Context: an optimization exercise on an open-source flow, tuned for small area, a short achievable clock period and few clock cycles per item. The choices shown serve that exercise and are no tape-out recipe.
Where RTL was checked, it was by simulation tests only, not by an equivalence proof against the original.
The RTL of runs 1 to 3 was laid out without a check of its function.
Power and IR drop assume default switching activity.

==> flow/design.v (outline; a module is shown in full before it is edited, if it fits) <==
// module brimet_mul24: 966 lines
// module brimet_fa: 4 lines
// module brimet_alu: 371 lines
// module brimet_cadd49: 36 lines
// module brimet_cmp31: 34 lines
module brimet_alu (
    input  wire        clk,
    input  wire        rst,
    input  wire        in_valid,
    input  wire [7:0]  in_op,
    input  wire [13:0] in_imm,
    input  wire [31:0] in_a,
    input  wire [7:0]  in_aq,
    input  wire [31:0] in_b,
    input  wire [7:0]  in_bq,
    input  wire [31:0] in_d,
    input  wire [7:0]  in_dq,
    output reg         out_valid,
    output reg  [31:0] out_val,
    output reg  [7:0]  out_q
);
  // ...
==> flow/run.sh <==
#!/bin/bash
# synth_recipe.tcl (not shown) runs the flow's synth.tcl, then flattens the netlist and writes it again
# the make line also repeats each setting of config.mk as NAME=value (left out here)
make -C /OpenROAD-flow-scripts/flow DESIGN_CONFIG=/design/flow/config.mk WORK_HOME=/design/flow/orfs CLKGATE_MAP_FILE= SYNTH_SCRIPT=/design/flow/synth_recipe.tcl finish
==> flow/config.mk <==
export PLATFORM = sky130hd
export DESIGN_NAME = brimet_alu
export DESIGN_NICKNAME = brimet_alu
export VERILOG_FILES = /design/flow/design.v
export SDC_FILE = /design/flow/constraint.sdc
export NUM_CORES = 4
export LEC_CHECK = 0
export CAP_MARGIN = 50
export CORE_MARGIN = 2
export CORE_UTILIZATION = 50
export SLEW_MARGIN = 70
export SYNTH_HIERARCHICAL = 1
export SYNTH_MINIMUM_KEEP_SIZE = 0
==> flow/constraint.sdc <==
create_clock -name core_clock -period 36.0 [get_ports {clk}]
set_input_delay 7.2000 -clock core_clock [delete_from_list [all_inputs] [get_ports {clk}]]
set_output_delay 7.2000 -clock core_clock [all_outputs]
set_load 0.01 [all_outputs]
==> results.toml, run 1 <==
[outcome]
outcome = "no timing/DRC/antenna violations"

[grt]
use_met3_pct = 7.65
grt-ovfl-total = 0
top_usage_layer = "met2"
antenna_found_initial = 7
met1_usage_pct = 47.2

[timing]
finalHoldViolations = 0
slew_viol_final = 0
setup_viol = 0

[layout]
largestClassByArea = "multi-input combinational cells"
final_area_um2 = 50600
sh_seq_area_pct = 15.2
seq_cell_count = 383
seqCellArea_um2 = 7680
multi_input_gates = 4629

[floorplanning]
n_tap_cell = 1165

[place]
dp.cells = 6694

[power_and_ir_drop]
ir_drop_v = 0.000302
pwr.group.sequential_uw = 554

[routing]
wl_per_cell_um = 24.7
firstDrtPassIters = 6

[yosys]
yosysTopAreaCellShare_pct = 17.1
synth_commonest_cells = "nand2_1 (541), xnor2_1 (435), dfxtp_1 (383), nor2_1 (367), o22ai_1 (348)"
ys_seq_area_share_pct = 17.1
synthArstFlopShare_pct = 0

[setup_path]
worstPathRequired_ns = 36.49

[clocking]
cts.sinks = 383
==> inputs of run 2 (changes only) <==
==> flow/flow/run.sh (new file) <==
#!/bin/bash
# Standard ORFS layout of the design at the design's clock period and
# constraints; the only change is a larger setup margin for repair_timing,
# so that the resizer also works on paths well inside the clock period.
set -euo pipefail
bash standard.sh SETUP_SLACK_MARGIN=27 finish > standard_flow.log 2>&1
==> flow/standard.sh (new file) <==
#!/bin/bash
# synth_recipe.tcl (not shown) runs the flow's synth.tcl, then flattens the netlist and writes it again
# the make line also repeats each setting of config.mk as NAME=value (left out here)
make -C /OpenROAD-flow-scripts/flow DESIGN_CONFIG=/design/flow/config.mk WORK_HOME=/design/flow/orfs CLKGATE_MAP_FILE= SYNTH_SCRIPT=/design/flow/synth_recipe.tcl "${@:-finish}"
--- a/flow/config.mk
+++ b/flow/config.mk
@@ -6,8 +6,8 @@
 export NUM_CORES = 4
 export LEC_CHECK = 0
-export CAP_MARGIN = 50
+export CAP_MARGIN = 20
 export CORE_MARGIN = 2
 export CORE_UTILIZATION = 50
-export SLEW_MARGIN = 70
+export SLEW_MARGIN = 20
 export SYNTH_HIERARCHICAL = 1
 export SYNTH_MINIMUM_KEEP_SIZE = 0
removed: flow/run.sh
==> run 2 against run 1 <==
Against the previous run: synthesized cell count stayed put; fmax is 14% higher; sequential power about the same; cell count decreased by 0.28%; clock-buffer cell count fell by 3; still clean on timing, DRC and antenna; first-iteration DRC count is 2.1% lower; critical path depth shrank 36; register-to-register slack improved by 1.3 ns; combinational power down 2%.
==> results.toml, run 2 <==
[outcome]
outcome = "no timing/DRC/antenna violations"

[timing]
finalHoldViolations = 0
setup_viol = 0
rsz0062_at_grt = "no"
timing.clock.skew_ns = 0.0350
slew_viol_final = 0
tns_ns = 0
setup_slack_ns = 27.31
period_share_pct = 24.1
fmax_mhz = 115
maxSlewHeadroom_pct = 25.0
tightest_slew_ns = 1.12
fin_crit_ns = 8.69

[floorplanning]
initial_core_util_pct = 50.6
dieHeight_um = 303
die_w_um = 303
coreArea_um2 = 88500
io_pins = 186
num_rows = 109
dieArea_um2 = 91900

[setup_path]
worstPathRequired_ns = 28.80
worstSetupPathType = "reg -> out"
cp_top_family = "buffers and inverters"
cpPeakStageDelay_ns = 0.55
path_cells = "clkdlybuf4s50_1"
worst-path-buf-inv = 1
crit_slowest_cell = "clkdlybuf4s50_1"
cp_max_fo = 1
arrival_ns = 1.49
start_kind = "flip-flop"
endpoint_kind = "output pin"

[routing]
dr.first_iter.drc_count = 4366
wl_um = 167000
wl_per_cell_um = 24.7
drtAntennaViolNets = 0
firstDrtPassIters = 8
viasPerCell = 6.38
vias = 43112
drc = 0

[layout]
final_common_cell = "nand2_1"
final_net_count = 6170
largest_register_ffs = 75
layout_common_cells = "nand2_1 (540), xnor2_1 (434), dfxtp_1 (380), nor2_1 (361), o22ai_1 (348)"
seqCellArea_um2 = 7670
instances_no_fill = 6759
drive_gt1_share_pct = 7.44
multiInputGateArea_um2 = 34900
area_growth_syn_to_layout_pct = 9.29
final_area_um2 = 48900
top_register = "s2_mag"
top_regs = "s2_mag x75, s1_p x48"
fill_cells = 8380

[yosys]
synth.area.top_cells = "dfxtp_1 (17%), fa_1 (12%), xnor2_1 (8.5%)"
synthArstFlopShare_pct = 0
ys_warn_count = 8
synth.avg_cell_area_um2 = 7.96
ys_seq_elements = 383
syn_inst = 5621
synthMostInstantiatedCell = "nand2_1"
ys.flop_type = "dfxtp_1"
synth_commonest_cells = "nand2_1 (541), xnor2_1 (435), dfxtp_1 (383), nor2_1 (367), o22ai_1 (348)"
syn-cell-area_um2 = 44800
yosysTopAreaCellShare_pct = 17.1
synth.distinct_cells = 120
synth_edf_count = 0
synth_area_leader_cell = "dfxtp_1"
ys_seq_area_share_pct = 17.1

[power_and_ir_drop]
ir_drop_v = 0.000264
switching_share_pct = 54.6
cellPowerDensity_nw_per_um2 = 114
p_int_mw = 2.53
seqPwrFrac_pct = 9.9
switchingPower_mw = 3.05
clockPowerShare_pct = 7.9
comb_power_share_pct = 82.2
power_leakage_nw = 19.4

[place]
dp.cells = 6663
place_area_um2 = 47200
gp_congestion = 1.00
pre_cts_ws_ns = 24.93
port-buffer-count = 180
dpl.hpwl_um = 128000

[flow_run]
cap_violations = 0

[grt]
gr-usage-all-layers_pct = 35.4
grt_max_degree = 78
antenna_found_initial = 5
grt_pass1_wl_um = 249000
grt_pass1_vias = 40451
grt-ovfl-total = 0

[min_path]
hold_path.class = "reg -> reg"

[clocking]
cts_buffers = 43
clock-root-buffer = "clkbuf_16"
cts_max_level = 2
clk_pin_slew_worst_paths_ns = 0.06
clk_path_buf_depth = 3
cts.sinks = 383
ctsHoldBuffers = 0
tritoncts = "yes"
clk_latency_ns = 0.62
==> run 2: cell counts after synthesis <==
No cell type changed its count.
==> run 2: layer usage <==
metal	vias to the layer above	share of wire, %	global-route usage, %
met4	6	6.1	19.0
li1	20027	-	-
met5	-	0.027	0
met1	20494	42	47.5
met2	2136	43	53.5
met3	449	8.9	7.25
==> run 2: repair_timing <==
| action | CTS | global route |
|---|---|---|
| setup buffers | 5 | 10 |
| resized for setup | 22 | 25 |
| pin swaps | 3 | 4 |
| cloned | 0 | 2 |
| endpoints found under the setup margin | 44 | 65 |
==> run 2: area by class of cell <==
class                      count  share of cell area, %
sequential                   383                   15.7
clock inverter                25                  0.532
inverter                     219                   1.73
clock buffer                  53                   2.36
antenna                        1                0.00512
timing repair inverter         1                 0.0102
tap                         1165                   2.98
multi-input combinational   4630                   71.4
timing repair buffer         282                   5.31
==> run 2: Yosys stat by module (local to each module, per instance) <==
| module | flip-flops and latches | copies in the design |
|---|---|---|
| brimet_mul24 | 0 | 1 |
| brimet_alu | 383 | 1 |
| brimet_fa | 0 | 264 |
| brimet_cadd49 | 0 | 1 |
| brimet_cmp31 | 0 | 2 |
==> run 2: power by group through the flow <==
stage | sequential, mW | combinational (mW) | clock, mW
2_1_floorplan | 0.545 | 3.17 | 0
3_3_place_gp | 0.560 | 4.42 | 0
3_5_place_dp | 0.562 | 4.45 | 0
4_1_cts | 0.552 | 4.48 | 0.451
5_1_grt | 0.556 | 4.99 | 0.467
6_report | 0.553 | 4.58 | 0.440
==> run 2: metrics by stage <==
stage	utilization [%]	hold slack, ns	power [mW]
floorplan	-	0.310	3.72
CTS	55.0	0.324	5.49
global route	55.3	0.326	6.02
global placement	53.3	0.311	4.98
finish	55.3	0.324	5.58
detailed placement	53.3	0.312	5.01
==> run 2: logic make-up after synthesis <==
| kind of cell | count (synthesis) | share of synthesized area [%] |
|---|---|---|
| other cells | 2 | 0.0168 |
| xor+xnor | 521 | 10.2 |
| buf+inv | 619 | 5.49 |
| simple gates | 1763 | 19.5 |
| fa+ha+maj | 508 | 18.6 |
| mux | 212 | 5.28 |
| compound gates | 1613 | 23.8 |
| flops | 383 | 17.1 |
==> run 2: worst paths after layout <==
kind / cells after the start / slack, ns / end / from
setup / recovery: 1 / 27.31 / out_val[9] / out_val[9]$_SDFF_PP0_
hold / removal: 0 / 0.32 / s2_q[4]$_DFF_P_ / s1_q[4]$_DFF_P_
setup reg to reg: 35 / 27.33 / out_val[1]$_SDFF_PP0_ / s2_mag[1]$_DFF_P_
hold reg to reg: 0 / 0.32 / s2_q[4]$_DFF_P_ / s1_q[4]$_DFF_P_
==> module brimet_alu, before the edit <==
module brimet_alu (
    input  wire        clk,
    input  wire        rst,
    input  wire        in_valid,
    input  wire [7:0]  in_op,
    input  wire [13:0] in_imm,
    input  wire [31:0] in_a,
    input  wire [7:0]  in_aq,
    input  wire [31:0] in_b,
    input  wire [7:0]  in_bq,
    input  wire [31:0] in_d,
    input  wire [7:0]  in_dq,
    output reg         out_valid,
    output reg  [31:0] out_val,
    output reg  [7:0]  out_q
);
    localparam [7:0] OP_ADD   = 8'h06;
    localparam [7:0] OP_SUB   = 8'h07;
    localparam [7:0] OP_MUL   = 8'h08;
    localparam [7:0] OP_MAC   = 8'h09;
    localparam [7:0] OP_MIN   = 8'h0B;
    localparam [7:0] OP_MAX   = 8'h0C;
    localparam [7:0] OP_ABS   = 8'h0D;
    localparam [7:0] OP_CLAMP = 8'h0E;
    localparam [7:0] OP_SEL   = 8'h10;
    localparam [7:0] OP_QUAL  = 8'h1D;
    localparam [31:0] QNAN      = 32'h7FC0_0000;
    localparam [7:0]  Q_GOOD    = 8'hC0;
    localparam [7:0]  Q_UNCERT  = 8'h40;
    localparam [7:0]  Q_OVERRNG = 8'h03;
    function [1:0] qclass;
        input [7:0] q;
        begin
            qclass = (q[7:6] == 2'b11) ? 2'd3 : (q[7:6] == 2'b01) ? 2'd1 : 2'd0;
        end
    endfunction
    function [7:0] worse;
        input [7:0] q1;
        input [7:0] q2;
        begin
            if (qclass(q1) == 2'd0 && qclass(q2) == 2'd0)
                worse = q1;
            else if (qclass(q1) <= qclass(q2))
                worse = q1;
            else
                worse = q2;
        end
    endfunction
    function is_nan;
        input [31:0] v;
        begin
            is_nan = (v[30:23] == 8'hFF) && (v[22:0] != 23'd0);
        end
    endfunction
    function finite;
        input [31:0] v;
        begin
            finite = (v[30:23] != 8'hFF);
        end
    endfunction
    function [31:0] flush;
        input [31:0] v;
        begin
            flush = (v[30:23] == 8'd0) ? {v[31], 31'd0} : v;
        end
    endfunction
    function ge_half;
        input [31:0] v;
        begin
            ge_half = !v[31] && !is_nan(v) && (v[30:0] >= 31'h3F00_0000);
        end
    endfunction
    function [31:0] fkey;
        input [31:0] v;
        begin
            fkey = v[31] ? ~v : {1'b1, v[30:0]};
        end
    endfunction
    reg        s0_valid;
    reg [7:0]  s0_op;
    reg        s0_as;
    reg [2:0]  s0_qsel;
    reg [5:0]  s0_qsub;
    reg [31:0] s0_a, s0_b, s0_d;
    reg [7:0]  s0_aq, s0_bq, s0_dq;
    always @(posedge clk) begin
        if (rst)
            s0_valid <= 1'b0;
        else
            s0_valid <= in_valid;
        s0_op   <= in_op;
        s0_as   <= (in_op[7:1] == 7'b0000011);    
        s0_qsel <= in_imm[2:0];
        s0_qsub <= in_imm[13:8];
        s0_a    <= in_a;
        s0_b    <= in_b;
        s0_d    <= in_d;
        s0_aq   <= in_aq;
        s0_bq   <= in_bq;
        s0_dq   <= in_dq;
    end
    wire op_add   = (s0_op == OP_ADD);
    wire op_sub   = (s0_op == OP_SUB);
    wire op_mul   = (s0_op == OP_MUL);
    wire op_mac   = (s0_op == OP_MAC);
    wire op_min   = (s0_op == OP_MIN);
    wire op_max   = (s0_op == OP_MAX);
    wire op_abs   = (s0_op == OP_ABS);
    wire op_clamp = (s0_op == OP_CLAMP);
    wire op_sel   = (s0_op == OP_SEL);
    wire op_qual  = (s0_op == OP_QUAL);
    wire op_as    = s0_as;
    wire op_fma   = op_as | op_mul | op_mac;
    wire [7:0]  ea  = s0_a[30:23];
    wire [7:0]  eb  = op_as ? 8'd127 : s0_b[30:23];
    wire [7:0]  ec  = op_as ? s0_b[30:23] : op_mac ? s0_d[30:23] : 8'd0;
    wire [22:0] fc  = op_mac ? s0_d[22:0] : s0_b[22:0];
    wire        az  = (ea == 8'd0);
    wire        bz  = (eb == 8'd0);
    wire        cz  = (ec == 8'd0);
    wire [23:0] ma  = {1'b1, s0_a[22:0]};
    wire [23:0] mb  = op_as ? 24'h80_0000 : {1'b1, s0_b[22:0]};
    wire [23:0] mc  = cz ? 24'd0 : {1'b1, fc};
    wire        sp  = s0_a[31] ^ (s0_b[31] & ~op_as);
    wire        sc  = op_add ? s0_b[31] : op_sub ? ~s0_b[31] : op_mac ? s0_d[31] : 1'b1;
    wire        pz  = az | bz;
    wire [47:0] prod;
    brimet_mul24 u_mul (
        .a(ma),
        .b(mb),
        .p(prod)
    );
    wire signed [10:0] xab  = $signed({3'd0, ea}) + $signed({3'd0, eb}) - 11'sd100;
    wire signed [10:0] rraw = xab - $signed({3'd0, ec});
    reg  [6:0]  rsh;
    reg  signed [9:0] tb;
    always @* begin
        if (pz) begin
            rsh = 7'd0;
            tb  = $signed({2'd0, ec});
        end else if (cz) begin
            rsh = 7'd127;
            tb  = xab[9:0];
        end else if (rraw < 11'sd0) begin
            rsh = 7'd0;
            tb  = $signed({2'd0, ec});
        end else begin
            rsh = (rraw > 11'sd127) ? 7'd127 : rraw[6:0];
            tb  = xab[9:0];
        end
    end
    wire [7:0]  nlow = {1'b0, rsh} - 8'd51;
    reg  [23:0] lowmask;
    integer k;
    always @* begin
        for (k = 0; k < 24; k = k + 1)
            lowmask[k] = (rsh > 7'd51) && (nlow > k);
    end
    wire stk = |(mc & lowmask);
    wire [31:0] fa = flush(s0_a);
    wire [31:0] fb = flush(s0_b);
    wire [31:0] fd = flush(s0_d);
    wire        da_lt, da_gt, tb_lt, tb_gt;
    brimet_cmp31 u_cmp1 (.x(fd[30:0]), .y(fa[30:0]), .lt(da_lt), .gt(da_gt));
    wire        da_ge = (fd[31] != fa[31]) ? fa[31] : fd[31] ? ~da_gt : ~da_lt;
    wire [31:0] t_cl  = (op_clamp & da_ge) ? fd : fa;
    brimet_cmp31 u_cmp2 (.x(t_cl[30:0]), .y(fb[30:0]), .lt(tb_lt), .gt(tb_gt));
    wire        tb_le = (t_cl[31] != fb[31]) ? t_cl[31] : t_cl[31] ? ~tb_lt : ~tb_gt;
    wire [31:0] r_cl  = tb_le ? t_cl : fb;
    wire        d_ge  = ge_half(s0_d);
    wire        a_ge  = ge_half(s0_a);
    wire [31:0] sel_v = d_ge ? s0_a : s0_b;
    reg [31:0] o_v;
    reg [7:0]  o_q;
    reg        o_bad;
    always @* begin
        o_v   = 32'd0;
        o_q   = Q_GOOD;
        o_bad = 1'b0;
        case (s0_op)
            OP_ADD, OP_SUB, OP_MUL: begin
                o_q   = worse(s0_aq, s0_bq);
                o_bad = !finite(s0_a) || !finite(s0_b);
            end
            OP_MAC: begin
                o_q   = worse(worse(s0_aq, s0_bq), s0_dq);
                o_bad = !finite(s0_a) || !finite(s0_b) || !finite(s0_d);
            end
            OP_MIN: begin
                o_v   = tb_le ? fa : fb;
                o_q   = worse(s0_aq, s0_bq);
                o_bad = is_nan(s0_a) || is_nan(s0_b) || !finite(o_v);
            end
            OP_MAX: begin
                o_v   = tb_le ? fb : fa;
                o_q   = worse(s0_aq, s0_bq);
                o_bad = is_nan(s0_a) || is_nan(s0_b) || !finite(o_v);
            end
            OP_ABS: begin
                o_v   = {1'b0, fa[30:0]};
                o_q   = s0_aq;
                o_bad = !finite(s0_a);
            end
            OP_CLAMP: begin
                o_v   = r_cl;
                o_q   = worse(worse(s0_dq, s0_aq), s0_bq);
                o_bad = is_nan(s0_d) || is_nan(s0_a) || is_nan(s0_b) ||
                        !finite(t_cl) || !finite(r_cl);
            end
            OP_SEL: begin
                o_v   = sel_v;
                o_q   = d_ge ? worse(s0_dq, s0_aq) : worse(s0_dq, s0_bq);
                o_bad = !finite(sel_v);
            end
            OP_QUAL: begin
                o_v = s0_d;
                case (s0_qsel)
                    3'd0: o_q = worse(s0_aq, s0_bq);
                    3'd1: o_q = s0_aq;
                    3'd2: o_q = (s0_dq == Q_GOOD && s0_aq != Q_GOOD) ? Q_UNCERT : s0_dq;
                    default: o_q = a_ge ? {2'b00, s0_qsub} : s0_dq;
                endcase
            end
            default: begin
                o_v = 32'd0;
                o_q = Q_GOOD;
            end
        endcase
    end
    reg        s1_valid;
    reg        s1_fma;
    reg        s1_bad;
    reg [7:0]  s1_q;
    reg [47:0] s1_p;
    reg [23:0] s1_mc;
    reg [6:0]  s1_rsh;
    reg        s1_stk;
    reg signed [9:0] s1_tb;
    reg        s1_sp, s1_sc, s1_zs, s1_pz;
    always @(posedge clk) begin
        if (rst)
            s1_valid <= 1'b0;
        else
            s1_valid <= s0_valid;
        s1_fma <= op_fma;
        s1_bad <= o_bad;
        s1_q   <= o_q;
        s1_p   <= prod;
        s1_mc  <= op_fma ? mc : o_v[23:0];
        s1_rsh <= rsh;
        s1_stk <= stk;
        s1_tb  <= op_fma ? tb : {2'b00, o_v[31:24]};
        s1_sp  <= sp;
        s1_sc  <= sc;
        s1_zs  <= pz & cz & sp & sc;
        s1_pz  <= pz;
    end
    wire [24:0] al1 = s1_rsh[0] ? {1'b0, s1_mc} : {s1_mc, 1'b0};           
    wire [26:0] al2 = s1_rsh[1] ? {2'b0, al1} : {al1, 2'b0};               
    wire [30:0] al3 = s1_rsh[2] ? {4'b0, al2} : {al2, 4'b0};               
    wire [38:0] al4 = s1_rsh[3] ? {8'b0, al3} : {al3, 8'b0};               
    wire [54:0] al5 = s1_rsh[4] ? {16'b0, al4} : {al4, 16'b0};             
    wire [74:0] al6 = s1_rsh[5] ? {32'b0, al5[54:12]} : {al5, 20'b0};      
    wire [74:0] aw  = (s1_rsh[6] ? {64'b0, al6[74:64]} : al6) | {74'd0, s1_stk};
    wire        esub = s1_sp ^ s1_sc;
    wire [48:0] pw   = {s1_p, 1'b0} & {49{~s1_pz}};
    wire [48:0] lo0, lo1;
    wire        c0, c1;
    brimet_cadd49 u_add (
        .x (aw[48:0]),
        .y (esub ? ~pw : pw),
        .s0(lo0),
        .s1(lo1),
        .c0(c0),
        .c1(c1)
    );
    wire [25:0] hi     = aw[74:49];
    wire [25:0] hi_inc = hi + 26'd1;
    wire [25:0] hi_dec = hi - 26'd1;
    wire        hi_z   = (hi == 26'd0);
    wire        neg = esub & ~c1 & hi_z;
    reg  [74:0] mag;
    always @* begin
        if (!s1_fma)
            mag = {43'd0, s1_tb[7:0], s1_mc};
        else if (!esub)
            mag = {c0 ? hi_inc : hi, lo0};
        else if (neg)
            mag = {26'd0, ~lo0};
        else
            mag = {c1 ? hi : hi_dec, lo1};
    end
    wire        rs  = neg ? s1_sp : s1_sc;
    reg        s2_valid;
    reg        s2_fma;
    reg        s2_bad;
    reg [7:0]  s2_q;
    reg [74:0] s2_mag;
    reg signed [9:0] s2_tb;
    reg        s2_rs, s2_zs;
    always @(posedge clk) begin
        if (rst)
            s2_valid <= 1'b0;
        else
            s2_valid <= s1_valid;
        s2_fma <= s1_fma;
        s2_bad <= s1_bad;
        s2_q   <= s1_q;
        s2_mag <= mag;
        s2_tb  <= s1_tb;
        s2_rs  <= rs;
        s2_zs  <= s1_zs;
    end
    wire [74:0] m0  = s2_mag;
    wire        z64 = ~|m0[74:11];
    wire [74:0] n1  = z64 ? {m0[10:0], 64'd0} : m0;                         
    wire        z32 = ~|n1[74:43];
    wire [55:0] n2  = z32 ? {n1[42:0], 13'd0} : n1[74:19];                  
    wire        k32 = ~z32 & (|n1[18:0]);
    wire        z16 = ~|n2[55:40];
    wire [39:0] n3  = z16 ? n2[39:0] : n2[55:16];                           
    wire        k16 = ~z16 & (|n2[15:0]);
    wire        z8  = ~|n3[39:32];
    wire [31:0] n4  = z8 ? n3[31:0] : n3[39:8];                             
    wire        k8  = ~z8 & (|n3[7:0]);
    wire        z4  = ~|n4[31:28];
    wire [27:0] n5  = z4 ? n4[27:0] : n4[31:4];                             
    wire        k4  = ~z4 & (|n4[3:0]);
    wire        z2  = ~|n5[27:26];
    wire [25:0] n6  = z2 ? n5[25:0] : n5[27:2];                             
    wire        k2  = ~z2 & (|n5[1:0]);
    wire        z1  = ~n6[25];
    wire [24:0] n7  = z1 ? n6[24:0] : n6[25:1];                             
    wire        k1  = ~z1 & n6[0];
    wire        t24 = k32 | k16 | k8 | k4 | k2 | k1;
    wire [6:0]  lz  = {z64, z32, z16, z8, z4, z2, z1};
    wire signed [9:0] te = s2_tb - $signed({3'd0, lz});
    wire [23:0] m24 = n7[24:1];
    wire        g24 = n7[0];
    wire        i24 = g24 & (t24 | m24[0]);
    wire [24:0] r25 = {1'b0, m24} + {24'd0, i24};
    wire signed [9:0] fe = te + $signed({9'd0, r25[24]});
    reg [31:0] fr;
    reg        ovf;
    always @* begin
        ovf = 1'b0;
        if (!n7[24]) begin
            fr = {s2_zs, 31'd0};
        end else if (te >= 10'sd1) begin
            if (fe >= 10'sd255) begin
                ovf = 1'b1;
                fr  = QNAN;
            end else begin
                fr = {s2_rs, fe[7:0], r25[24] ? 23'd0 : r25[22:0]};
            end
        end else if (te == 10'sd0 && (&n7[24:2]) && n7[1]) begin
            fr = {s2_rs, 8'd1, 23'd0};
        end else begin
            fr = {s2_rs, 31'd0};
        end
    end
    wire bad = s2_bad | (s2_fma & ovf);
    always @(posedge clk) begin
        if (rst)
            out_valid <= 1'b0;
        else
            out_valid <= s2_valid;
        out_val <= bad ? QNAN : s2_fma ? fr : s2_mag[31:0];
        out_q   <= bad ? Q_OVERRNG : s2_q;
    end
endmodule
==> inputs of run 3 (changes only) <==
--- a/flow/design.v
+++ b/flow/design.v
@@ -1128,22 +1128,22 @@
     end
     wire stk = |(mc & lowmask);
-    wire [31:0] fa = flush(s0_a);
-    wire [31:0] fb = flush(s0_b);
-    wire [31:0] fd = flush(s0_d);
     wire        da_lt, da_gt, tb_lt, tb_gt;
-    brimet_cmp31 u_cmp1 (.x(fd[30:0]), .y(fa[30:0]), .lt(da_lt), .gt(da_gt));
-    wire        da_ge = (fd[31] != fa[31]) ? fa[31] : fd[31] ? ~da_gt : ~da_lt;
-    wire [31:0] t_cl  = (op_clamp & da_ge) ? fd : fa;
-    brimet_cmp31 u_cmp2 (.x(t_cl[30:0]), .y(fb[30:0]), .lt(tb_lt), .gt(tb_gt));
-    wire        tb_le = (t_cl[31] != fb[31]) ? t_cl[31] : t_cl[31] ? ~tb_lt : ~tb_gt;
-    wire [31:0] r_cl  = tb_le ? t_cl : fb;
+    brimet_cmp31 u_cmp1 (.x(s0_d[30:0]), .y(s0_a[30:0]), .lt(da_lt), .gt(da_gt));
+    wire        da_ge = (s0_d[31] != s0_a[31]) ? s0_a[31] : s0_d[31] ? ~da_gt : ~da_lt;
+    wire        t_d   = op_qual | (op_clamp & da_ge);
+    wire [31:0] t_v   = t_d ? s0_d : s0_a;
+    brimet_cmp31 u_cmp2 (.x(t_v[30:0]), .y(s0_b[30:0]), .lt(tb_lt), .gt(tb_gt));
+    wire        tb_le = (t_v[31] != s0_b[31]) ? t_v[31] : t_v[31] ? ~tb_lt : ~tb_gt;
     wire        d_ge  = ge_half(s0_d);
     wire        a_ge  = ge_half(s0_a);
-    wire [31:0] sel_v = d_ge ? s0_a : s0_b;
-    reg [31:0] o_v;
+    wire        pick_t = op_sel ? d_ge : (op_abs | op_qual) ? 1'b1 : (tb_le ^ op_max);
+    wire [31:0] r_v    = pick_t ? t_v : s0_b;
+    wire        op_mm  = op_min | op_max | op_clamp | op_abs;
+    wire        op_byp = op_mm | op_sel | op_qual;
+    wire        r_sub  = op_mm & (r_v[30:23] == 8'd0);
+    wire [31:0] o_v    = {r_v[31] & ~op_abs, r_v[30:23], r_v[22:0] & {23{~r_sub}}} & {32{op_byp}};
     reg [7:0]  o_q;
     reg        o_bad;
     always @* begin
-        o_v   = 32'd0;
         o_q   = Q_GOOD;
         o_bad = 1'b0;
@@ -1157,32 +1157,22 @@
                 o_bad = !finite(s0_a) || !finite(s0_b) || !finite(s0_d);
             end
-            OP_MIN: begin
-                o_v   = tb_le ? fa : fb;
+            OP_MIN, OP_MAX: begin
                 o_q   = worse(s0_aq, s0_bq);
-                o_bad = is_nan(s0_a) || is_nan(s0_b) || !finite(o_v);
-            end
-            OP_MAX: begin
-                o_v   = tb_le ? fb : fa;
-                o_q   = worse(s0_aq, s0_bq);
-                o_bad = is_nan(s0_a) || is_nan(s0_b) || !finite(o_v);
+                o_bad = is_nan(s0_a) || is_nan(s0_b) || !finite(r_v);
             end
             OP_ABS: begin
-                o_v   = {1'b0, fa[30:0]};
                 o_q   = s0_aq;
                 o_bad = !finite(s0_a);
             end
             OP_CLAMP: begin
-                o_v   = r_cl;
                 o_q   = worse(worse(s0_dq, s0_aq), s0_bq);
                 o_bad = is_nan(s0_d) || is_nan(s0_a) || is_nan(s0_b) ||
-                        !finite(t_cl) || !finite(r_cl);
+                        !finite(t_v) || !finite(r_v);
             end
             OP_SEL: begin
-                o_v   = sel_v;
                 o_q   = d_ge ? worse(s0_dq, s0_aq) : worse(s0_dq, s0_bq);
-                o_bad = !finite(sel_v);
+                o_bad = !finite(r_v);
             end
             OP_QUAL: begin
-                o_v = s0_d;
                 case (s0_qsel)
                     3'd0: o_q = worse(s0_aq, s0_bq);
@@ -1193,5 +1183,4 @@
             end
             default: begin
-                o_v = 32'd0;
                 o_q = Q_GOOD;
             end
@@ -1218,11 +1207,11 @@
         s1_p   <= prod;
         s1_mc  <= op_fma ? mc : o_v[23:0];
-        s1_rsh <= rsh;
-        s1_stk <= stk;
+        s1_rsh <= op_fma ? rsh : 7'd51;
+        s1_stk <= op_fma & stk;
         s1_tb  <= op_fma ? tb : {2'b00, o_v[31:24]};
-        s1_sp  <= sp;
-        s1_sc  <= sc;
+        s1_sp  <= op_fma & sp;
+        s1_sc  <= op_fma & sc;
         s1_zs  <= pz & cz & sp & sc;
-        s1_pz  <= pz;
+        s1_pz  <= pz | ~op_fma;
     end
     wire [24:0] al1 = s1_rsh[0] ? {1'b0, s1_mc} : {s1_mc, 1'b0};           
@@ -1252,7 +1241,5 @@
     reg  [74:0] mag;
     always @* begin
-        if (!s1_fma)
-            mag = {43'd0, s1_tb[7:0], s1_mc};
-        else if (!esub)
+        if (!esub)
             mag = {c0 ? hi_inc : hi, lo0};
         else if (neg)
@@ -1305,10 +1292,22 @@
     wire        t24 = k32 | k16 | k8 | k4 | k2 | k1;
     wire [6:0]  lz  = {z64, z32, z16, z8, z4, z2, z1};
-    wire signed [9:0] te = s2_tb - $signed({3'd0, lz});
+    wire signed [10:0] tbx = {s2_tb[9], s2_tb};
+    wire signed [10:0] l1  = tbx - 11'sd1;       
+    wire signed [10:0] l2  = tbx - 11'sd255;     
+    wire signed [10:0] l3  = tbx - 11'sd254;     
+    wire [6:0]  l1s = l1[10] ? 7'd0 : (l1 > 11'sd127) ? 7'd127 : l1[6:0];
+    wire [6:0]  l2s = l2[10] ? 7'd0 : (l2 > 11'sd127) ? 7'd127 : l2[6:0];
+    wire        l3v = !l3[10] && (l3 <= 11'sd127);
+    wire        t0v = !tbx[10] && (tbx <= 11'sd127);
+    wire        te_pos = !l1[10] && (lz <= l1s);                  
+    wire        te_max = !l2[10] && (lz <= l2s);                  
+    wire        te_254 = l3v && (lz == l3[6:0]);                  
+    wire        te_0   = t0v && (lz == s2_tb[6:0]);               
     wire [23:0] m24 = n7[24:1];
     wire        g24 = n7[0];
     wire        i24 = g24 & (t24 | m24[0]);
     wire [24:0] r25 = {1'b0, m24} + {24'd0, i24};
-    wire signed [9:0] fe = te + $signed({9'd0, r25[24]});
+    wire [7:0]  te8 = s2_tb[7:0] - {1'b0, lz};
+    wire [7:0]  fe8 = te8 + {7'd0, r25[24]};
     reg [31:0] fr;
     reg        ovf;
@@ -1317,12 +1316,12 @@
         if (!n7[24]) begin
             fr = {s2_zs, 31'd0};
-        end else if (te >= 10'sd1) begin
-            if (fe >= 10'sd255) begin
+        end else if (te_pos) begin
+            if (te_max || (te_254 && r25[24])) begin
                 ovf = 1'b1;
                 fr  = QNAN;
             end else begin
-                fr = {s2_rs, fe[7:0], r25[24] ? 23'd0 : r25[22:0]};
+                fr = {s2_rs, fe8, r25[24] ? 23'd0 : r25[22:0]};
             end
-        end else if (te == 10'sd0 && (&n7[24:2]) && n7[1]) begin
+        end else if (te_0 && (&n7[24:2]) && n7[1]) begin
             fr = {s2_rs, 8'd1, 23'd0};
         end else begin
@@ -1336,5 +1335,5 @@
         else
             out_valid <= s2_valid;
-        out_val <= bad ? QNAN : s2_fma ? fr : s2_mag[31:0];
+        out_val <= bad ? QNAN : s2_fma ? fr : {s2_tb[7:0], s2_mag[23:0]};
         out_q   <= bad ? Q_OVERRNG : s2_q;
     end
--- a/flow/flow/run.sh
+++ b/flow/flow/run.sh
@@ -4,3 +4,3 @@
 # so that the resizer also works on paths well inside the clock period.
 set -euo pipefail
-bash standard.sh SETUP_SLACK_MARGIN=27 finish > standard_flow.log 2>&1
+bash standard.sh SETUP_SLACK_MARGIN=28.5 finish > standard_flow.log 2>&1
==> run 3 against run 2 <==
Against the previous run: die area is 1.3% lower; core utilization is 2.0 points higher; critical path type unchanged; sequential cell count stayed put; hold slack worse by 0.0053 ns; clock-buffer cell count is 2 higher.
==> results.toml, run 3 <==
[yosys]
synth_mux_area_share_pct = 5.30
synth.area.top_cells = "dfxtp_1 (17%), fa_1 (12%), xnor2_1 (8.7%)"
synthArstFlopShare_pct = 0
synth.avg_cell_area_um2 = 8.26
synthMostInstantiatedCell = "xnor2_1"
synth_edf_count = 0
synth_compound_area_share_pct = 24.5
synth_top_family_by_area = "compound AO/OA/AOI/OAI gates"
ys_warn_count = 8
synth_area_leader_cell = "dfxtp_1"
ys.flop_type = "dfxtp_1"
synthXorXnorAreaFrac_pct = 10.4
yosysTopAreaCellShare_pct = 17.4
synthSimpleGateAreaFrac_pct = 17.8
synth_fa_ha_area_share_pct = 19.5
ys_seq_elements = 383
syn-cell-area_um2 = 44200
synth_commonest_cells = "xnor2_1 (438), a21oi_1 (398), nand2_1 (391), dfxtp_1 (383)"
ys_seq_area_share_pct = 17.4
synth.distinct_cells = 138
syn_inst = 5344

[clocking]
clk_pin_slew_worst_paths_ns = 0.06
ctsHoldBuffers = 0
clk_latency_ns = 0.61
cts_max_level = 2
clock-root-buffer = "clkbuf_16"
cts.sinks = 383
tritoncts = "yes"
cts_buffers = 45
clk_path_buf_depth = 3

[routing]
drc = 0
viasPerCell = 6.50
vias = 42679
firstDrtPassIters = 8
drtAntennaViolNets = 0
wl_per_cell_um = 25.6
dr.first_iter.drc_count = 5204
wl_um = 168000

[layout]
layout_common_cells = "xnor2_1 (436), nand2_1 (389), a21oi_1 (376), dfxtp_1 (338)"
drive_gt1_share_pct = 12.7
final_net_count = 6015
final_common_cell = "xnor2_1"
top_register = "s2_mag"
top_regs = "s2_mag x75, s1_p x48"
final_area_um2 = 49900
fin_util_pct = 57.2
largest_register_ffs = 75
instances_no_fill = 6571
area_growth_syn_to_layout_pct = 13.0

[timing]
slew_viol_final = 0
timing.clock.skew_ns = 0.0444
fmax_mhz = 121
maxSlewHeadroom_pct = 20.2
finalHoldViolations = 0
tns_ns = 0
setup_slack_ns = 27.76
hold_ws_ns = 0.318
rsz0062_at_grt = "yes"
setup_viol = 0
period_share_pct = 22.9
fin_crit_ns = 8.24
tightest_slew_ns = 1.20

[grt]
grt_pass1_wl_um = 251000
grt_pass1_vias = 40249
grt_max_degree = 65
antenna_found_initial = 4
grt-ovfl-total = 0
gr-usage-all-layers_pct = 35.8

[min_path]
hold_path.class = "reg -> reg"
hold-path-endpoint = "s2_bad$_DFF_P_"
hold_path_startpoint = "s1_bad$_DFF_P_"
hold_depth = 0

[place]
gp_congestion = 1.01
port-buffer-count = 180
dpl.hpwl_um = 126000
place_area_um2 = 46600
pre_cts_ws_ns = 26.24
dp.cells = 6411

[floorplanning]
coreArea_um2 = 87200
initial_core_util_pct = 50.7
dieHeight_um = 301
io_pins = 186
num_rows = 108
dieArea_um2 = 90700
die_w_um = 301

[power_and_ir_drop]
total_power_mw = 5.56
ir_drop_v = 0.000246
power_leakage_nw = 19.4
cellPowerDensity_nw_per_um2 = 112

[setup_path]
cp_max_fo = 1
endpoint_kind = "output pin"
worstPathRequired_ns = 28.80
start_kind = "flip-flop"
crit_path_start = "out_val[10]$_SDFF_PP0_"
arrival_ns = 1.04
cpPeakStageDelay_ns = 0.33
worst-path-buf-inv = 1
r2r_start = "s2_mag[55]$_DFF_P_"
crit_slowest_cell = "dfxtp_2"
path_cells = "buf_6"
r2r_setup_slack_ns = 28.70
worstSetupPathType = "reg -> out"
r2r_cells = 27
cp_top_family = "flip-flops"
r2r-end = "out_val[30]$_SDFF_PP1_"

[outcome]
outcome = "no timing/DRC/antenna violations"

[flow_run]
cap_violations = 0
-- run 3: changes by cell type in the layout (fill, tap and decap cells not counted), sizes merged, moves of 45 or more --
cell           delta
clkdlybuf4s50    -45
o21ai            -68
a211oi           +51
a21oi            +95
and2             -68
buf              +85
nand2           -149
-- run 3: per-module statistics from Yosys, one instance, submodules excluded --
module         cells inside  copies in the design  cell area (um2)  flip-flops and latches
brimet_alu             3000                     1            24800                     383
brimet_cadd49           488                     1             3540                       0
brimet_cmp31            129                     2              845                       0
brimet_fa                 1                   264             20.0                       0
brimet_mul24           1334                     1             8880                       0
-- run 3: area by class of cell --
type / count / area (um2)
diodes: 1 / 2.50
clock buffers: 55 / 1240
clock inverters: 27 / 225
fillers: 8135 / 37300
inverters: 190 / 853
multi-input cells: 4431 / 35100
flip-flops and latches: 383 / 7730
well taps: 1155 / 1450
repair buffers: 328 / 3280
repair inverters: 1 / 7.51
-- run 3: where the power goes --
part	total (mW)	switching, mW	internal, mW
registers	0.567	0.0408	0.527
logic	4.54	2.79	1.76
clock network	0.450	0.194	0.256
-- run 3: worst max-delay path by stage --
stage / cells past startpoint / end
after floorplan: 2 / s0_as$_DFF_P_
after global placement: 28 / out_val[20]$_SDFF_PP0_
after detailed placement: 28 / out_val[20]$_SDFF_PP0_
after CTS: 1 / out_q[2]
after global routing: 1 / out_val[15]
final: 1 / out_val[10]
-- run 3: kinds of logic after synthesis --
family / Yosys count
compound gates: 1625
simple gates: 1541
buf+inv: 547
fa+ha+maj: 532
xor+xnor: 522
flops: 383
mux: 192
other cells: 2
-- run 3: layer usage --
layer	part of all wire [%]	track usage, %
met5	0.0077	0
met4	5.4	16.2
met3	8.9	6.25
met2	44	56.4
met1	42	47.7
-- run 3: timing repair --
item                                    in CTS  in global routing
gates cloned                                 8                  4
endpoints found under the setup margin     192                173
pin swaps                                   13                 22
setup buffers                               22                 42
resized for setup                          349                137
==> inputs of run 4 (changes only) <==
--- a/flow/design.v
+++ b/flow/design.v
@@ -1049,5 +1049,4 @@
     reg        s0_valid;
     reg [7:0]  s0_op;
-    reg        s0_as;
     reg [2:0]  s0_qsel;
     reg [5:0]  s0_qsub;
@@ -1060,5 +1059,4 @@
             s0_valid <= in_valid;
         s0_op   <= in_op;
-        s0_as   <= (in_op[7:1] == 7'b0000011);    
         s0_qsel <= in_imm[2:0];
         s0_qsub <= in_imm[13:8];
@@ -1080,5 +1078,5 @@
     wire op_sel   = (s0_op == OP_SEL);
     wire op_qual  = (s0_op == OP_QUAL);
-    wire op_as    = s0_as;
+    wire op_as    = op_add | op_sub;
     wire op_fma   = op_as | op_mul | op_mac;
     wire [7:0]  ea  = s0_a[30:23];
@@ -1089,6 +1087,6 @@
     wire        bz  = (eb == 8'd0);
     wire        cz  = (ec == 8'd0);
-    wire [23:0] ma  = {1'b1, s0_a[22:0]};
-    wire [23:0] mb  = op_as ? 24'h80_0000 : {1'b1, s0_b[22:0]};
+    wire [23:0] ma  = az ? 24'd0 : {1'b1, s0_a[22:0]};
+    wire [23:0] mb  = op_as ? 24'h80_0000 : bz ? 24'd0 : {1'b1, s0_b[22:0]};
     wire [23:0] mc  = cz ? 24'd0 : {1'b1, fc};
     wire        sp  = s0_a[31] ^ (s0_b[31] & ~op_as);
@@ -1128,22 +1126,21 @@
     end
     wire stk = |(mc & lowmask);
-    wire        da_lt, da_gt, tb_lt, tb_gt;
-    brimet_cmp31 u_cmp1 (.x(s0_d[30:0]), .y(s0_a[30:0]), .lt(da_lt), .gt(da_gt));
-    wire        da_ge = (s0_d[31] != s0_a[31]) ? s0_a[31] : s0_d[31] ? ~da_gt : ~da_lt;
-    wire        t_d   = op_qual | (op_clamp & da_ge);
-    wire [31:0] t_v   = t_d ? s0_d : s0_a;
-    brimet_cmp31 u_cmp2 (.x(t_v[30:0]), .y(s0_b[30:0]), .lt(tb_lt), .gt(tb_gt));
-    wire        tb_le = (t_v[31] != s0_b[31]) ? t_v[31] : t_v[31] ? ~tb_lt : ~tb_gt;
+    wire [31:0] fa = flush(s0_a);
+    wire [31:0] fb = flush(s0_b);
+    wire [31:0] fd = flush(s0_d);
+    wire ab_le = fkey(fa) <= fkey(fb);    
+    wire da_ge = fkey(fd) >= fkey(fa);    
+    wire db_le = fkey(fd) <= fkey(fb);
+    wire [31:0] t_cl  = da_ge ? fd : fa;
+    wire        tb_le = da_ge ? db_le : ab_le;
+    wire [31:0] r_cl  = tb_le ? t_cl : fb;
     wire        d_ge  = ge_half(s0_d);
     wire        a_ge  = ge_half(s0_a);
-    wire        pick_t = op_sel ? d_ge : (op_abs | op_qual) ? 1'b1 : (tb_le ^ op_max);
-    wire [31:0] r_v    = pick_t ? t_v : s0_b;
-    wire        op_mm  = op_min | op_max | op_clamp | op_abs;
-    wire        op_byp = op_mm | op_sel | op_qual;
-    wire        r_sub  = op_mm & (r_v[30:23] == 8'd0);
-    wire [31:0] o_v    = {r_v[31] & ~op_abs, r_v[30:23], r_v[22:0] & {23{~r_sub}}} & {32{op_byp}};
+    wire [31:0] sel_v = d_ge ? s0_a : s0_b;
+    reg [31:0] o_v;
     reg [7:0]  o_q;
     reg        o_bad;
     always @* begin
+        o_v   = 32'd0;
         o_q   = Q_GOOD;
         o_bad = 1'b0;
@@ -1157,22 +1154,32 @@
                 o_bad = !finite(s0_a) || !finite(s0_b) || !finite(s0_d);
             end
-            OP_MIN, OP_MAX: begin
+            OP_MIN: begin
+                o_v   = ab_le ? fa : fb;
                 o_q   = worse(s0_aq, s0_bq);
-                o_bad = is_nan(s0_a) || is_nan(s0_b) || !finite(r_v);
+                o_bad = is_nan(s0_a) || is_nan(s0_b) || !finite(o_v);
+            end
+            OP_MAX: begin
+                o_v   = ab_le ? fb : fa;
+                o_q   = worse(s0_aq, s0_bq);
+                o_bad = is_nan(s0_a) || is_nan(s0_b) || !finite(o_v);
             end
             OP_ABS: begin
+                o_v   = {1'b0, fa[30:0]};
                 o_q   = s0_aq;
                 o_bad = !finite(s0_a);
             end
             OP_CLAMP: begin
+                o_v   = r_cl;
                 o_q   = worse(worse(s0_dq, s0_aq), s0_bq);
                 o_bad = is_nan(s0_d) || is_nan(s0_a) || is_nan(s0_b) ||
-                        !finite(t_v) || !finite(r_v);
+                        !finite(t_cl) || !finite(r_cl);
             end
             OP_SEL: begin
+                o_v   = sel_v;
                 o_q   = d_ge ? worse(s0_dq, s0_aq) : worse(s0_dq, s0_bq);
-                o_bad = !finite(r_v);
+                o_bad = !finite(sel_v);
             end
             OP_QUAL: begin
+                o_v = s0_d;
                 case (s0_qsel)
                     3'd0: o_q = worse(s0_aq, s0_bq);
@@ -1183,4 +1190,5 @@
             end
             default: begin
+                o_v = 32'd0;
                 o_q = Q_GOOD;
             end
@@ -1190,4 +1198,5 @@
     reg        s1_fma;
     reg        s1_bad;
+    reg [31:0] s1_v;
     reg [7:0]  s1_q;
     reg [47:0] s1_p;
@@ -1196,5 +1205,5 @@
     reg        s1_stk;
     reg signed [9:0] s1_tb;
-    reg        s1_sp, s1_sc, s1_zs, s1_pz;
+    reg        s1_sp, s1_sc, s1_zs;
     always @(posedge clk) begin
         if (rst)
@@ -1204,52 +1213,26 @@
         s1_fma <= op_fma;
         s1_bad <= o_bad;
+        s1_v   <= o_v;
         s1_q   <= o_q;
         s1_p   <= prod;
-        s1_mc  <= op_fma ? mc : o_v[23:0];
-        s1_rsh <= op_fma ? rsh : 7'd51;
-        s1_stk <= op_fma & stk;
-        s1_tb  <= op_fma ? tb : {2'b00, o_v[31:24]};
-        s1_sp  <= op_fma & sp;
-        s1_sc  <= op_fma & sc;
+        s1_mc  <= mc;
+        s1_rsh <= rsh;
+        s1_stk <= stk;
+        s1_tb  <= tb;
+        s1_sp  <= sp;
+        s1_sc  <= sc;
         s1_zs  <= pz & cz & sp & sc;
-        s1_pz  <= pz | ~op_fma;
     end
-    wire [24:0] al1 = s1_rsh[0] ? {1'b0, s1_mc} : {s1_mc, 1'b0};           
-    wire [26:0] al2 = s1_rsh[1] ? {2'b0, al1} : {al1, 2'b0};               
-    wire [30:0] al3 = s1_rsh[2] ? {4'b0, al2} : {al2, 4'b0};               
-    wire [38:0] al4 = s1_rsh[3] ? {8'b0, al3} : {al3, 8'b0};               
-    wire [54:0] al5 = s1_rsh[4] ? {16'b0, al4} : {al4, 16'b0};             
-    wire [74:0] al6 = s1_rsh[5] ? {32'b0, al5[54:12]} : {al5, 20'b0};      
-    wire [74:0] aw  = (s1_rsh[6] ? {64'b0, al6[74:64]} : al6) | {74'd0, s1_stk};
+    wire [74:0] aw = ({s1_mc, 51'd0} >> s1_rsh) | {74'd0, s1_stk};
+    wire [74:0] pw = {26'd0, s1_p, 1'b0};
     wire        esub = s1_sp ^ s1_sc;
-    wire [48:0] pw   = {s1_p, 1'b0} & {49{~s1_pz}};
-    wire [48:0] lo0, lo1;
-    wire        c0, c1;
-    brimet_cadd49 u_add (
-        .x (aw[48:0]),
-        .y (esub ? ~pw : pw),
-        .s0(lo0),
-        .s1(lo1),
-        .c0(c0),
-        .c1(c1)
-    );
-    wire [25:0] hi     = aw[74:49];
-    wire [25:0] hi_inc = hi + 26'd1;
-    wire [25:0] hi_dec = hi - 26'd1;
-    wire        hi_z   = (hi == 26'd0);
-    wire        neg = esub & ~c1 & hi_z;
-    reg  [74:0] mag;
-    always @* begin
-        if (!esub)
-            mag = {c0 ? hi_inc : hi, lo0};
-        else if (neg)
-            mag = {26'd0, ~lo0};
-        else
-            mag = {c1 ? hi : hi_dec, lo1};
-    end
+    wire [75:0] sum = esub ? ({1'b0, aw} - {1'b0, pw}) : ({1'b0, aw} + {1'b0, pw});
+    wire        neg = esub & sum[75];
+    wire [74:0] mag = neg ? {26'd0, ~sum[48:0] + 49'd1} : sum[74:0];
     wire        rs  = neg ? s1_sp : s1_sc;
     reg        s2_valid;
     reg        s2_fma;
     reg        s2_bad;
+    reg [31:0] s2_v;
     reg [7:0]  s2_q;
     reg [74:0] s2_mag;
@@ -1263,4 +1246,5 @@
         s2_fma <= s1_fma;
         s2_bad <= s1_bad;
+        s2_v   <= s1_v;
         s2_q   <= s1_q;
         s2_mag <= mag;
@@ -1269,59 +1253,33 @@
         s2_zs  <= s1_zs;
     end
-    wire [74:0] m0  = s2_mag;
-    wire        z64 = ~|m0[74:11];
-    wire [74:0] n1  = z64 ? {m0[10:0], 64'd0} : m0;                         
-    wire        z32 = ~|n1[74:43];
-    wire [55:0] n2  = z32 ? {n1[42:0], 13'd0} : n1[74:19];                  
-    wire        k32 = ~z32 & (|n1[18:0]);
-    wire        z16 = ~|n2[55:40];
-    wire [39:0] n3  = z16 ? n2[39:0] : n2[55:16];                           
-    wire        k16 = ~z16 & (|n2[15:0]);
-    wire        z8  = ~|n3[39:32];
-    wire [31:0] n4  = z8 ? n3[31:0] : n3[39:8];                             
-    wire        k8  = ~z8 & (|n3[7:0]);
-    wire        z4  = ~|n4[31:28];
-    wire [27:0] n5  = z4 ? n4[27:0] : n4[31:4];                             
-    wire        k4  = ~z4 & (|n4[3:0]);
-    wire        z2  = ~|n5[27:26];
-    wire [25:0] n6  = z2 ? n5[25:0] : n5[27:2];                             
-    wire        k2  = ~z2 & (|n5[1:0]);
-    wire        z1  = ~n6[25];
-    wire [24:0] n7  = z1 ? n6[24:0] : n6[25:1];                             
-    wire        k1  = ~z1 & n6[0];
-    wire        t24 = k32 | k16 | k8 | k4 | k2 | k1;
-    wire [6:0]  lz  = {z64, z32, z16, z8, z4, z2, z1};
-    wire signed [10:0] tbx = {s2_tb[9], s2_tb};
-    wire signed [10:0] l1  = tbx - 11'sd1;       
-    wire signed [10:0] l2  = tbx - 11'sd255;     
-    wire signed [10:0] l3  = tbx - 11'sd254;     
-    wire [6:0]  l1s = l1[10] ? 7'd0 : (l1 > 11'sd127) ? 7'd127 : l1[6:0];
-    wire [6:0]  l2s = l2[10] ? 7'd0 : (l2 > 11'sd127) ? 7'd127 : l2[6:0];
-    wire        l3v = !l3[10] && (l3 <= 11'sd127);
-    wire        t0v = !tbx[10] && (tbx <= 11'sd127);
-    wire        te_pos = !l1[10] && (lz <= l1s);                  
-    wire        te_max = !l2[10] && (lz <= l2s);                  
-    wire        te_254 = l3v && (lz == l3[6:0]);                  
-    wire        te_0   = t0v && (lz == s2_tb[6:0]);               
-    wire [23:0] m24 = n7[24:1];
-    wire        g24 = n7[0];
+    reg [6:0] lz;
+    integer i;
+    always @* begin
+        lz = 7'd75;
+        for (i = 0; i < 75; i = i + 1)
+            if (s2_mag[i]) lz = 7'd74 - i[6:0];
+    end
+    wire [74:0] norm = s2_mag << lz;
+    wire signed [9:0] te = s2_tb - $signed({3'd0, lz});
+    wire [23:0] m24 = norm[74:51];
+    wire        g24 = norm[50];
+    wire        t24 = |norm[49:0];
     wire        i24 = g24 & (t24 | m24[0]);
     wire [24:0] r25 = {1'b0, m24} + {24'd0, i24};
-    wire [7:0]  te8 = s2_tb[7:0] - {1'b0, lz};
-    wire [7:0]  fe8 = te8 + {7'd0, r25[24]};
+    wire signed [9:0] fe = te + $signed({9'd0, r25[24]});
     reg [31:0] fr;
     reg        ovf;
     always @* begin
         ovf = 1'b0;
-        if (!n7[24]) begin
+        if (s2_mag == 75'd0) begin
             fr = {s2_zs, 31'd0};
-        end else if (te_pos) begin
-            if (te_max || (te_254 && r25[24])) begin
+        end else if (te >= 10'sd1) begin
+            if (fe >= 10'sd255) begin
                 ovf = 1'b1;
                 fr  = QNAN;
             end else begin
-                fr = {s2_rs, fe8, r25[24] ? 23'd0 : r25[22:0]};
+                fr = {s2_rs, fe[7:0], r25[24] ? 23'd0 : r25[22:0]};
             end
-        end else if (te_0 && (&n7[24:2]) && n7[1]) begin
+        end else if (te == 10'sd0 && (&norm[74:52]) && norm[51]) begin
             fr = {s2_rs, 8'd1, 23'd0};
         end else begin
@@ -1335,76 +1293,6 @@
         else
             out_valid <= s2_valid;
-        out_val <= bad ? QNAN : s2_fma ? fr : {s2_tb[7:0], s2_mag[23:0]};
+        out_val <= bad ? QNAN : s2_fma ? fr : s2_v;
         out_q   <= bad ? Q_OVERRNG : s2_q;
     end
 endmodule
-module brimet_cadd49 (
-    input  wire [48:0] x,
-    input  wire [48:0] y,
-    output wire [48:0] s0,
-    output wire [48:0] s1,
-    output wire        c0,
-    output wire        c1
-);
-    localparam integer N  = 49;
-    localparam integer LV = 6;
-    wire [N-1:0] gg [0:LV];
-    wire [N-1:0] pp [0:LV];
-    wire [N-1:0] p = x ^ y;
-    assign gg[0] = x & y;
-    assign pp[0] = p;
-    genvar l, i;
-    generate
-        for (l = 0; l < LV; l = l + 1) begin : lev
-            for (i = 0; i < N; i = i + 1) begin : bits
-                if (((i >> l) & 1) == 1) begin : comb
-                    assign gg[l+1][i] = gg[l][i] | (pp[l][i] & gg[l][((i >> l) << l) - 1]);
-                    assign pp[l+1][i] = pp[l][i] & pp[l][((i >> l) << l) - 1];
-                end else begin : pass
-                    assign gg[l+1][i] = gg[l][i];
-                    assign pp[l+1][i] = pp[l][i];
-                end
-            end
-        end
-    endgenerate
-    wire [N-1:0] gc = gg[LV];
-    wire [N-1:0] pc = pp[LV];
-    assign s0 = p ^ {gc[N-2:0], 1'b0};
-    assign s1 = p ^ {gc[N-2:0] | pc[N-2:0], 1'b1};
-    assign c0 = gc[N-1];
-    assign c1 = gc[N-1] | pc[N-1];
-endmodule
-module brimet_cmp31 (
-    input  wire [30:0] x,
-    input  wire [30:0] y,
-    output wire        lt,
-    output wire        gt
-);
-    wire [31:0] l0 = {1'b0, ~x & y};
-    wire [31:0] g0 = {1'b0, x & ~y};
-    wire [15:0] l1, g1;
-    wire [7:0]  l2, g2;
-    wire [3:0]  l3, g3;
-    wire [1:0]  l4, g4;
-    genvar i;
-    generate
-        for (i = 0; i < 16; i = i + 1) begin : a1
-            assign l1[i] = l0[2*i+1] | (~g0[2*i+1] & l0[2*i]);
-            assign g1[i] = g0[2*i+1] | (~l0[2*i+1] & g0[2*i]);
-        end
-        for (i = 0; i < 8; i = i + 1) begin : a2
-            assign l2[i] = l1[2*i+1] | (~g1[2*i+1] & l1[2*i]);
-            assign g2[i] = g1[2*i+1] | (~l1[2*i+1] & g1[2*i]);
-        end
-        for (i = 0; i < 4; i = i + 1) begin : a3
-            assign l3[i] = l2[2*i+1] | (~g2[2*i+1] & l2[2*i]);
-            assign g3[i] = g2[2*i+1] | (~l2[2*i+1] & g2[2*i]);
-        end
-        for (i = 0; i < 2; i = i + 1) begin : a4
-            assign l4[i] = l3[2*i+1] | (~g3[2*i+1] & l3[2*i]);
-            assign g4[i] = g3[2*i+1] | (~l3[2*i+1] & g3[2*i]);
-        end
-    endgenerate
-    assign lt = l4[1] | (~g4[1] & l4[0]);
-    assign gt = g4[1] | (~l4[1] & g4[0]);
-endmodule
==> flow/run.sh (new file) <==
#!/bin/bash
# synth_recipe.tcl (not shown) runs the flow's synth.tcl, then flattens the netlist and writes it again
# the make line also repeats each setting of config.mk as NAME=value (left out here)
make -C /OpenROAD-flow-scripts/flow DESIGN_CONFIG=/design/flow/config.mk WORK_HOME=/design/flow/orfs CLKGATE_MAP_FILE= SYNTH_SCRIPT=/design/flow/synth_recipe.tcl finish
removed: flow/flow/run.sh
removed: flow/standard.sh
==> run 4 against run 3 <==
Against the previous run: routed wire length grew 16%; total power grew 15%; setup slack lost 1.2 ns; design area grew 8.0%; critical path type is now reg -> reg; highest routed layer unchanged.
==> results.toml, run 4 <==
[yosys]
synthMostInstantiatedCell = "nand2_1"
syn-cell-area_um2 = 49500
ys.flop_type = "dfxtp_1"
synth.distinct_cells = 111
synth_area_leader_cell = "dfxtp_1"
synth_commonest_cells = "nand2_1 (622), xnor2_1 (492), dfxtp_1 (445), nor2_1 (442), a21oi_1 (386)"
synth_edf_count = 0
ys_seq_area_share_pct = 18.0
ys_seq_elements = 445
synthArstFlopShare_pct = 0
yosysTopAreaCellShare_pct = 18.0
syn_inst = 6181
ys_warn_count = 7
synth.area.top_cells = "dfxtp_1 (18%), fa_1 (11%), xnor2_1 (8.7%)"
synth.avg_cell_area_um2 = 8.00

[routing]
viasPerCell = 6.50
firstDrtPassIters = 8
vias = 48310
wl_per_cell_um = 26.3
drtAntennaViolNets = 0
drc = 0
wl_um = 195000
dr.first_iter.drc_count = 5657

[setup_path]
arrival_ns = 9.85
start_kind = "flip-flop"
worstSetupPathType = "reg -> reg"
cpPeakStageDelay_ns = 0.87
cp_max_fo = 75
worstPathRequired_ns = 36.46
crit_slowest_cell = "o21ai_0"
endpoint_kind = "flip-flop"

[clocking]
cts.sinks = 445
clk_latency_ns = 0.67
tritoncts = "yes"
clock-root-buffer = "clkbuf_16"
clk_pin_slew_worst_paths_ns = 0.07
cts_buffers = 50
cts_resized = 0
clk_path_buf_depth = 3
cts_max_level = 2
postCtsSetupBuffers = 0
ctsHoldBuffers = 0

[layout]
area_growth_syn_to_layout_pct = 8.85
largest_register_ffs = 75
final_common_cell = "nand2_1"
final_net_count = 6818
fin_util_pct = 54.8
multiInputGateArea_um2 = 38100
instances_no_fill = 7427
fill_cells = 9349
top_regs = "s2_mag x75, s1_p x48"
top_register = "s2_mag"
drive_gt1_share_pct = 5.57
layout_common_cells = "nand2_1 (621), xnor2_1 (491), dfxtp_1 (442), nor2_1 (440), a21oi_1 (375)"
final_area_um2 = 53800
seqCellArea_um2 = 8910

[outcome]
outcome = "no timing/DRC/antenna violations"

[timing]
rsz0062_at_grt = "no"
timing.clock.skew_ns = 0.0457
fmax_mhz = 106
setup_viol = 0
slew_viol_final = 0
finalHoldViolations = 0
maxSlewHeadroom_pct = 21.6
fin_crit_ns = 9.39
tns_ns = 0
tightest_slew_ns = 1.17
period_share_pct = 26.1

[place]
dpl.hpwl_um = 150000
place_area_um2 = 52000
dp.cells = 7325
gp_congestion = 1.05
port-buffer-count = 180

[floorplanning]
io_pins = 186
die_w_um = 319
num_rows = 115
coreArea_um2 = 98300
dieHeight_um = 319
initial_core_util_pct = 50.3
dieArea_um2 = 101000

[power_and_ir_drop]
cellPowerDensity_nw_per_um2 = 119
clockPowerShare_pct = 8.6
switchingPower_mw = 3.52
ir_drop_v = 0.000259
switching_share_pct = 55.2
p_int_mw = 2.86
power_leakage_nw = 22.0
seqPwrFrac_pct = 12.4
comb_power_share_pct = 79.0

[grt]
gr-usage-all-layers_pct = 37.2
grt-ovfl-total = 0
grt_max_degree = 76
grt_pass1_vias = 46143
grt_pass1_wl_um = 291000
antenna_found_initial = 5

[flow_run]
cap_violations = 0

[min_path]
hold_path.class = "reg -> reg"
[run 4: power by group through the flow]
stage                     registers, mW  clock network, mW  logic (mW)
after CTS                         0.780              0.562        4.93
after global routing              0.794              0.581        5.47
after floorplan                   0.694                  0        3.51
after global placement            0.791                  0        4.87
after detailed placement          0.791                  0        4.90
final                             0.790              0.552        5.04
[run 4: per-stage QoR]
stage | setup slack [ns] | power, mW | hold slack (ns)
after global routing | 25.97 | 6.84 | 0.307
after global placement | 26.92 | 5.66 | 0.310
final | 26.61 | 6.38 | 0.296
after floorplan | 28.36 | 4.20 | 0.310
after CTS | 26.85 | 6.27 | 0.292
after detailed placement | 26.85 | 5.69 | 0.312
[run 4: path summary, 6_finish.rpt]
path	to	depth (start not counted)	slack [ns]	start
max	out_val[6]$_SDFF_PP0_	29	26.61	s2_mag[44]$_DFF_P_
max reg2reg	out_val[6]$_SDFF_PP0_	29	26.61	s2_mag[44]$_DFF_P_
min reg2reg	s2_tb[7]$_DFF_P_	0	0.30	s1_tb[7]$_DFF_P_
min	s2_tb[7]$_DFF_P_	0	0.30	s1_tb[7]$_DFF_P_
[run 4: layer usage]
metal	vias up	global-route usage, %	part of all wire (%)
li1	22156	-	-
met1	23079	48.7	41
met2	2515	58.8	44
met3	558	6.23	8.7
met4	2	19.7	5.9
met5	-	0.331	0.021
[run 4: cells by family (layout without fill, tap and decap cells)]
logic type	count (synthesis)	count (layout)	synth area share, %
AOI/OAI and AO/OA	1763	1763	23.2
xor gates and xnor gates	613	613	10.9
adders and majority gates	579	579	18.7
buffers and inverters	656	602	5.30
DFF	445	445	18.0
muxes	284	284	6.29
other	1	14	0.00758
and+or+nand+nor	1840	1840	17.7
[run 4: layout make-up]
type	instances	share of cell area, %
clock inverters	28	0.757
diodes	4	0.0186
repair buffers	272	4.64
clock buffers	66	2.62
flip-flops and latches	445	16.6
inverters	236	1.65
well taps	1287	2.99
multi-input cells	5089	70.8
[run 4: per-module statistics from Yosys, one instance, submodules excluded]
module        cells inside  flip-flops and latches  cell area [um2]  times used
brimet_fa                1                       0             20.0         264
brimet_mul24          1334                       0             8880           1
brimet_alu            4583                     445            35300           1
[run 4: critical path, delay by kind of cell, from the launching register on]
kind	cells	cell delay (ns)
adder cells (fa/ha/maj)	2	0.32
AND/OR/NAND/NOR	12	2.95
AO/OA/AOI/OAI	10	3.95
XOR/XNOR	1	0.21
flip-flops	1	0.42
buffers and inverters	4	1.30
Testbench counts of run 4, summed over its fixed seeds: cycles 48,032, ops 48,000.

[what the ideal ports hide]
How much do the figures lean on ideal ports? The routed layouts below were timed once more, with nothing changed but the port constraints. Step 1: set_driving_cell puts a clkbuf_16 on clk and a buf_2 on each other input, an assumption about the parent block. Step 2, shift: input delay + t, output delay - t, t = (earliest + latest rising clock arrival at the registers) / 2. This alone moves slack from input paths to output paths. Slacks: ideal / step 1 / step 2; pairs: ideal / step 1.
run | shift t [ns] | setup slack, ns | slew at the worst register clock pin (ns)
run 1 | 0.677 | 26.053 / 26.053 / 26.053 | 0.07 / 0.07
run 2 | 0.681 | 27.309 / 27.234 / 27.326 | 0.07 / 0.07
run 3 | 0.658 | 27.760 / 27.687 / 27.881 | 0.07 / 0.07
run 4 | 0.728 | 26.607 / 26.607 / 26.607 | 0.07 / 0.07
After both steps every run listed still meets setup and hold.
